This is an optimization exercise on Yosys and OpenROAD, whose aim is small area, a short achievable clock period and few clock cycles per item, not a production implementation. Only simulation tests tie the RTL to the original design; equivalence was not proved. Power is estimated from default activity; no workload was simulated.

==> flow/design.v (excerpt) <==
module kvx_bal (
    input  wire         clk,
    input  wire         rst,
    input  wire         cfg_we,
    input  wire [1:0]   cfg_addr,
    input  wire [15:0]  cfg_data,
    input  wire         in_valid,
    output wire         in_ready,
    input  wire [31:0]  in_incl,
    input  wire [511:0] in_cur,
    output reg          out_valid,
    output reg          out_changed,
    output reg          out_bal_err,
    output wire [511:0] out_trims
);
export LEC_CHECK = 0
export ABC_CLOCK_PERIOD_IN_PS = 4300
export CAP_MARGIN = 20
export CORE_MARGIN = 2
export CORE_UTILIZATION = 55
export SLEW_MARGIN = 20
create_clock -name core_clock -period 14.0 [get_ports {clk}]
standard.sh (not shown) runs the stock make flow with config.mk's settings and CLKGATE_MAP_FILE= SYNTH_SCRIPT=/design/flow/synth_recipe.tcl, a recipe that flattens the netlist after the stock synthesis.
==> flow/flow/run.sh <==
#!/bin/bash
# Layout: the standard flow (standard.sh, all steps), except that
#  - every input and output port is buffered with sky130_fd_sc_hd__buf_1
#    instead of the cell buffer_ports picks by itself;
set -euo pipefail
export BUFFER_PORTS_ARGS="-buffer_cell sky130_fd_sc_hd__buf_1"
export SETUP_SLACK_MARGIN=9.4
bash standard.sh > standard.log 2>&1
The baseline produced a clean layout.
Testbench counts at the start, summed over its fixed seeds: cycles 82,016, items 1,280.
Then changed:
--- a/flow/design.v
+++ b/flow/design.v
@@ -126,22 +126,21 @@
 module kvx_bal_q1 (
     input  wire [34:0] ms,
     input  wire [34:0] mc,
     output wire [18:0] w,
     output wire [16:0] h,
     output wire        sh,
     output wire        sl
 );
-    wire [34:0] u  = ms + mc;                  
-    wire [10:0] ls = ms[9:0] + mc[9:0];
-    assign h  = ms[26:10] + mc[26:10];
-    assign w  = {h, 1'b0} + h + ls[10:3];
-    assign sl = u[34] | ~(|u[33:24]);
+    wire [34:0] u = ms + mc;
+    assign h  = u[26:10];
+    assign sl = u[34];
     assign sh = ~u[34] & (|u[33:27]);
+    assign w  = {h, 1'b0} + h + u[9:3];
 endmodule
 module kvx_bal_q2 (
     input  wire [18:0] w,
     output wire [11:0] f
 );
     function [47:0] csa;
         input [23:0] a, b, c;
         begin
@@ -300,31 +299,31 @@
     kvx_bal_q1 u_q1 (.ms(ms), .mc(mc), .w(q1w), .h(q1h), .sh(q1sh), .sl(q1sl));
     wire [11:0] q2f;
     kvx_bal_q2 u_q2 (.w(w3r), .f(q2f));
     wire [16:0] gtm  = gr[17*tg +: 17];
     wire [15:0] gsel = {~gtm[16], gtm[15:1]};    
     always @(posedge clk) begin
         tg   <= ~ct[4:3];
         d1   <= $signed(iavg) - $signed(gsel);
-        v1   <= fw & chg & ginc[tg] & ~rst;
+        v1   <= fw & chg & ginc[tg];
         ms   <= mso;
         mc   <= mco;
-        v2   <= v1 & ~rst;
+        v2   <= v1;
         w3r  <= q1w;
         h3r  <= q1h;
         sh3  <= q1sh;
         sl3  <= q1sl;
-        v3   <= v2 & ~rst;
+        v3   <= v2;
         f4   <= q2f;
         hq4  <= h3r;
         sh4  <= sh3;
         sl4  <= sl3;
-        v4   <= v3 & ~rst;
-        v5   <= v4 & ~rst;
+        v4   <= v3;
+        v5   <= v4;
     end
     reg         cl;                         
     reg  [3:0]  do3;                        
     wire [15:0] mm = {~acc[15], acc[14:0]};
     wire [15:0] s30 = cl ? 16'd0 : ring[16*30 +: 16];
     wire [18:0] s31n;
     kvx_bal_pa u_pa (.v(s30), .add(v4), .h(hq4), .f(f4), .sh(sh4), .sl(sl4), .s(s31n));
     wire [15:0] pt [0:3];
Effect: Cell area goes up by 0.49%; register-to-register slack loses 0.05 ns; routed wire length goes up by 0.50%; setup slack loses 0.078 ns; via count goes up by 1.5%; first-iteration DRC count goes up by 1.5%; worst hold slack gains 0.010 ns; power goes up by 0.64%.
Testbench counts after the change, summed over its fixed seeds: cycles 82,016, items 1,280.

--- another note on this design; it stands on its own ---

== JK ==
## kvx_bal
module kvx_bal (
    input  wire         clk,
    input  wire         rst,
    input  wire         cfg_we,
    input  wire [1:0]   cfg_addr,
    input  wire [15:0]  cfg_data,
    input  wire         in_valid,
    output wire         in_ready,
    input  wire [31:0]  in_incl,
    input  wire [511:0] in_cur,
    output reg          out_valid,
    output reg          out_changed,
    output reg          out_bal_err,
    output wire [511:0] out_trims
);
For scale: about 5300 cells after synthesis, about 910 flip-flops.
Settings: LEC_CHECK=0, ABC_CLOCK_PERIOD_IN_PS=4300, CAP_MARGIN=20, CORE_MARGIN=2, CORE_UTILIZATION=55, CTS_CLUSTER_DIAMETER=70, CTS_CLUSTER_SIZE=30, SLEW_MARGIN=20; clock period 14.0 ns.
standard.sh (not shown) runs the stock make flow with config.mk's settings and CLKGATE_MAP_FILE= SYNTH_SCRIPT=/design/flow/synth_recipe.tcl, a recipe that flattens the netlist after the stock synthesis.
==> flow/flow/run.sh <==
#!/bin/bash
# Layout: the standard flow (standard.sh, all steps), except that
#  - every input and output port is buffered with sky130_fd_sc_hd__buf_1
#    instead of the cell buffer_ports picks by itself;
set -euo pipefail
export BUFFER_PORTS_ARGS="-buffer_cell sky130_fd_sc_hd__buf_1"
export SETUP_SLACK_MARGIN=9.65
bash standard.sh > standard.log 2>&1
The final layout from JK, which completed every stage, passed the timing, DRC and antenna checks at the end of the flow.
Testbench counts of JK, summed over its fixed seeds: cycles 82,016, items 1,280.
What MS does differently from JK at the input level:
Settings: CTS_CLUSTER_SIZE: 30 -> unset; CTS_CLUSTER_DIAMETER: 70 -> unset.
==> summary.txt <==
- Comparing worst clock skew for JK and MS, the smaller number came from JK.
- When the final numbers for JK and MS were put side by side, the signed area change from the synthesized netlist to the final layout turned out to be smaller in JK.
- Compared with JK, MS shows final standard cell area without fillers that has gone up slightly.
- Re via count: JK and MS aren't equal, and the lower value belongs to JK.
What AL does differently from MS at the input level:
Settings: an added CTS_CLUSTER_SIZE of 30; an added CTS_CLUSTER_DIAMETER of 100.
Notes after the runs:
Where worst hold slack is concerned, MS is outperformed by AL. Compared with MS, post-layout total power in AL decreased by a few percent. Reported for AL and MS, number of enable flip-flop cells after synthesis turned out identical to the last digit. When the final numbers for AL and MS were put side by side, the routing usage on met3 turned out to be smaller in AL. AL: done, clean on timing, DRC and antenna. Between MS and AL, the cell count went down.
#### Input delta (TR over AL)
Settings: CTS_CLUSTER_SIZE changed from 30 to 24.
Results
As far as ratio of routed vias to standard cells is concerned, AL and TR perform about the same. Both conditions hold for TR: the flow ran to the end and the final layout passed the timing, DRC and antenna checks. On total routing usage reported by global routing, TR and AL are basically level. Switching share of power: TR vs AL down 0.26 points. Summary: with AL as the reference, number of antenna violations at the first check in global routing in TR moved down slightly. Part of the total power dissipated in the clock network delta (AL -> TR): insignificant.

[port drivers added, routing unchanged]
The flow's constraints put no driver on any port. The routed layouts listed below were extracted and timed again, unchanged, in two steps.
Step 1 (the two cells are an assumption about what drives the block):
set clk [get_ports {clk}]
set_driving_cell -lib_cell sky130_fd_sc_hd__clkbuf_16 $clk
set_driving_cell -lib_cell sky130_fd_sc_hd__buf_2 [delete_from_list [all_inputs] $clk]
Step 2 adds t to the input delays and takes it off the output delays; t is the mean of the earliest and latest rising clock arrival at the registers after step 1. Input paths then give back, and output paths get back, about the clock's delay inside the block.
Slacks: ideal / step 1 / step 2; pairs: ideal / step 1.
run | shift t [ns] | slack for setup (ns) | clock arrival spread, ns | worst data-port slew with drivers (ns) | pins driven straight from the clock port
the first run of note 1 | 0.767 | 9.422 / 9.347 / 9.000 | 0.050 / 0.050 | 0.32 | 1
the second run of note 1 | 0.750 | 9.344 / 9.270 / 8.861 | 0.041 / 0.041 | 0.32 | 1
JK | 0.750 | 9.567 / 9.561 / 9.109 | 0.050 / 0.051 | 0.36 | 1
MS | 0.768 | 9.556 / 9.556 / 9.064 | 0.059 / 0.059 | 0.36 | 1
AL | 0.720 | 9.572 / 9.547 / 9.133 | 0.043 / 0.043 | 0.36 | 1
TR | 0.731 | 9.580 / 9.564 / 9.069 | 0.040 / 0.040 | 0.35 | 1
After both steps every run listed still meets setup and hold. For TR, which loses most, drivers alone change the setup slack by -0.016 ns; drivers and shift together by -0.511 ns.
